Source: an optimization exercise on an open RTL-to-GDS flow (aim: small area and a short achievable clock period). Production flows keep margins and buffers that such runs may drop. In this exercise RTL edits were held to simulation tests only and were not proved equivalent to the original.

== job 101 ==
// tim_domains
module tim_domains (
    input  wire        clk,
    input  wire        rst,             
    input  wire        cmd_valid,
    input  wire [2:0]  cmd_op,
    input  wire        cmd_dom,
    input  wire [77:0] cmd_data,
    input  wire        rd_dom,
    output wire [47:0] rd_sec,
    output wire [29:0] rd_ns,
    output wire [31:0] rd_frac,
    output wire [31:0] rd_rate,
    output wire        rd_valid,
    output wire        rd_holdover,
    output wire        rd_slewing,
    output wire [23:0] rd_slew_left,    
    output wire [31:0] rd_steps,
    output wire [31:0] rd_jumps_refused,
    output wire [31:0] rd_hold_refused
);
Size: roughly 7100 cells after synthesis, roughly 850 flip-flops, about 71000 µm² of cells after synthesis.
clock: 45.0 ns
lec_check: 0
cap_margin: 70
core_margin: 2
core_utilization: 40
slew_margin: 70
standard.sh (not shown) runs the stock make flow with config.mk's settings and CLKGATE_MAP_FILE= SYNTH_SCRIPT=/design/flow/synth_recipe.tcl, a recipe that flattens the netlist after the stock synthesis.
==> flow/flow/run.sh <==
#!/bin/bash
# The standard layout (standard.sh, all steps, its own synthesis), with
# two changes:
# - the buffer that ORFS puts on every input and output port is a plain
#   sky130_fd_sc_hd__buf_2 rather than the cell buffer_ports picks by itself
#   (a clkdlybuf4s50_1 delay buffer, 0.5 ns on every port);
# - ORFS's timing repair aims for SETUP_SLACK_MARGIN ns of setup slack on
#   the worst path (TNS_END_PERCENT 0: the worst path only), so that it also
#   shortens the paths that set the achieved period.
# The clock, its period and all constraints are the standard flow's, unchanged. make's
# output goes to standard.log, each tool's to orfs/logs/.
set -euo pipefail
bash standard.sh "BUFFER_PORTS_ARGS=-buffer_cell sky130_fd_sc_hd__buf_2" \
    SETUP_SLACK_MARGIN=26 TNS_END_PERCENT=0 finish > standard.log 2>&1
Job 101 has completed all stages; timing, DRC and antenna checks passed.
For job 102, these inputs were changed with respect to job 101:
==> flow/run.sh (new file) <==
#!/bin/bash
# synth_recipe.tcl (not shown) runs the flow's synth.tcl, then flattens the netlist and writes it again
# the make line also repeats each setting of config.mk as NAME=value (left out here)
make -C /OpenROAD-flow-scripts/flow DESIGN_CONFIG=/design/flow/config.mk WORK_HOME=/design/flow/orfs CLKGATE_MAP_FILE= SYNTH_SCRIPT=/design/flow/synth_recipe.tcl finish
removed: flow/flow/run.sh
removed: flow/standard.sh
Results
The worst hold slack in job 102 sits 0.017 ns above the value recorded for job 101.
Delta (job 102 minus job 101): average vias per placed instance held steady, final critical-path required period went up, clock-buffer cell count up about 10%, wire length the detailed router placed on met1 went up 3.5 mm.
The following lists how job 103 was set up differently from job 102:
==> flow/flow/run.sh (new file) <==
#!/bin/bash
# The standard layout (standard.sh, all steps, its own synthesis), with
# two changes:
# - the buffer that ORFS puts on every input and output port is a plain
#   sky130_fd_sc_hd__buf_2 rather than the cell buffer_ports picks by itself
#   (a clkdlybuf4s50_1 delay buffer, 0.5 ns on every port);
# - ORFS's timing repair aims for SETUP_SLACK_MARGIN ns of setup slack on
#   the worst path (TNS_END_PERCENT 0: the worst path only), so that it also
#   shortens the paths that set the achieved period.
# The clock, its period and all constraints are the standard flow's, unchanged. make's
# output goes to standard.log, each tool's to orfs/logs/.
set -euo pipefail
bash standard.sh "BUFFER_PORTS_ARGS=-buffer_cell sky130_fd_sc_hd__buf_2" \
    SETUP_SLACK_MARGIN=26 TNS_END_PERCENT=0 finish > standard.log 2>&1
==> flow/standard.sh (new file) <==
#!/bin/bash
# synth_recipe.tcl (not shown) runs the flow's synth.tcl, then flattens the netlist and writes it again
# the make line also repeats each setting of config.mk as NAME=value (left out here)
make -C /OpenROAD-flow-scripts/flow DESIGN_CONFIG=/design/flow/config.mk WORK_HOME=/design/flow/orfs CLKGATE_MAP_FILE= SYNTH_SCRIPT=/design/flow/synth_recipe.tcl "${@:-finish}"
diff --git a/flow/config.mk b/flow/config.mk
--- a/flow/config.mk
+++ b/flow/config.mk
@@ -6,6 +6,7 @@
 export NUM_CORES = 4
 export LEC_CHECK = 0
-export CAP_MARGIN = 70
+export ABC_AREA = 1
+export CAP_MARGIN = 20
 export CORE_MARGIN = 2
 export CORE_UTILIZATION = 40
-export SLEW_MARGIN = 70
+export SLEW_MARGIN = 20
removed: flow/run.sh
==> notes.md <==
Area: job 103 vs job 102 -> job 103 smaller. Compared with job 102, full die area in job 103 decreased slightly. Run comparison: job 103 slowest cell on the critical path sky130_fd_sc_hd__o21ai_2; job 102 slowest cell on the critical path sky130_fd_sc_hd__clkdlybuf4s50_1. In the tables for job 103 and job 102, area of the mapped netlist reads higher with job 102. Relative to job 102, clock-buffer cell count decreased by about 0.7% in job 103. [compare] base=job 102 new=job 103: worst max-slew margin expressed relative to the limit decreased 44 points.
The following lists how job 104 was set up differently from job 103:
diff --git a/flow/flow/run.sh b/flow/flow/run.sh
--- a/flow/flow/run.sh
+++ b/flow/flow/run.sh
@@ -3,5 +3,5 @@
 # two changes:
 # - the buffer that ORFS puts on every input and output port is a plain
-#   sky130_fd_sc_hd__buf_2 rather than the cell buffer_ports picks by itself
+#   sky130_fd_sc_hd__buf_1 rather than the cell buffer_ports picks by itself
 #   (a clkdlybuf4s50_1 delay buffer, 0.5 ns on every port);
 # - ORFS's timing repair aims for SETUP_SLACK_MARGIN ns of setup slack on
@@ -11,4 +11,4 @@
 # output goes to standard.log, each tool's to orfs/logs/.
 set -euo pipefail
-bash standard.sh "BUFFER_PORTS_ARGS=-buffer_cell sky130_fd_sc_hd__buf_2" \
+bash standard.sh "BUFFER_PORTS_ARGS=-buffer_cell sky130_fd_sc_hd__buf_1" \
     SETUP_SLACK_MARGIN=26 TNS_END_PERCENT=0 finish > standard.log 2>&1
diff --git a/flow/config.mk b/flow/config.mk
--- a/flow/config.mk
+++ b/flow/config.mk
@@ -6,5 +6,4 @@
 export NUM_CORES = 4
 export LEC_CHECK = 0
-export ABC_AREA = 1
 export CAP_MARGIN = 20
 export CORE_MARGIN = 2
Results
Job 103 -> job 104: TritonCTS buffer count decreased by a few percent. All of job 104 and job 103 finish clean. Wire length on met2 in job 104 is about 2% above job 103. Going from job 103 to job 104, the routed wire length was found to have gone up by 7.6 mm. Summary of job 104 over job 103: via count of the first global-routing pass lower. Of job 104 and job 103, job 103 shows the higher final critical delay including setup and external delays, with job 104 below it. Looking at total stage count of the critical path, job 104 sits 1 above job 103.
Inputs modified between job 104 and job 105:
diff --git a/flow/flow/run.sh b/flow/flow/run.sh
--- a/flow/flow/run.sh
+++ b/flow/flow/run.sh
@@ -3,5 +3,5 @@
 # two changes:
 # - the buffer that ORFS puts on every input and output port is a plain
-#   sky130_fd_sc_hd__buf_1 rather than the cell buffer_ports picks by itself
+#   sky130_fd_sc_hd__buf_2 rather than the cell buffer_ports picks by itself
 #   (a clkdlybuf4s50_1 delay buffer, 0.5 ns on every port);
 # - ORFS's timing repair aims for SETUP_SLACK_MARGIN ns of setup slack on
@@ -11,4 +11,4 @@
 # output goes to standard.log, each tool's to orfs/logs/.
 set -euo pipefail
-bash standard.sh "BUFFER_PORTS_ARGS=-buffer_cell sky130_fd_sc_hd__buf_1" \
+bash standard.sh "BUFFER_PORTS_ARGS=-buffer_cell sky130_fd_sc_hd__buf_2" \
     SETUP_SLACK_MARGIN=26 TNS_END_PERCENT=0 finish > standard.log 2>&1
diff --git a/flow/config.mk b/flow/config.mk
--- a/flow/config.mk
+++ b/flow/config.mk
@@ -9,3 +9,5 @@
 export CORE_MARGIN = 2
 export CORE_UTILIZATION = 40
+export CTS_CLUSTER_DIAMETER = 60
+export CTS_CLUSTER_SIZE = 40
 export SLEW_MARGIN = 20
--- outcome ---
- For area of combinational cells with multiple inputs, job 105 and job 104 come out practically identical.
- Compared with job 104, job 105 shows a lower buffer count excluding the clock tree in the final layout.
- Number of buffers created by CTS on job 105 is down relative to job 104.
- Detailed-route via count was lower in job 105 than in job 104.
- Diff job 104 and job 105: number of antenna violations at the first check in global routing lower in job 104
- Cell area (higher): job 105

static timing again, ports no longer ideal:
The flow's constraints put no driver on any port. The routed layouts listed below were extracted and timed again, unchanged, in two steps.
Step 1: set_driving_cell puts a clkbuf_16 on clk and a buf_2 on each other input, an assumption about the parent block.
Step 2 moves the port delays by t, midway between the first and last clock arrival at a register: inputs arrive t later, outputs are due t later. That takes back most of the time a late clock gives input paths.
a / b / c = ideal / step 1 / step 2; a / b = the first two.
| run | t (ns) | setup slack, ns | worst data-port slew with drivers (ns) |
|---|---|---|---|
| job 101 | 0.807 | 25.748 / 25.699 / 25.511 | 0.20 |
| job 102 | 0.817 | 24.274 / 24.225 / 24.225 | 0.22 |
| job 103 | 0.811 | 25.728 / 25.531 / 24.950 | 0.41 |
| job 104 | 0.829 | 25.847 / 25.684 / 25.455 | 0.21 |
| job 105 | 0.806 | 25.825 / 25.514 / 25.374 | 0.39 |
After both steps setup and hold are still met in every run listed. The setup slack of job 103, which loses most, moves by -0.197 ns with the drivers and by -0.778 ns with both steps.
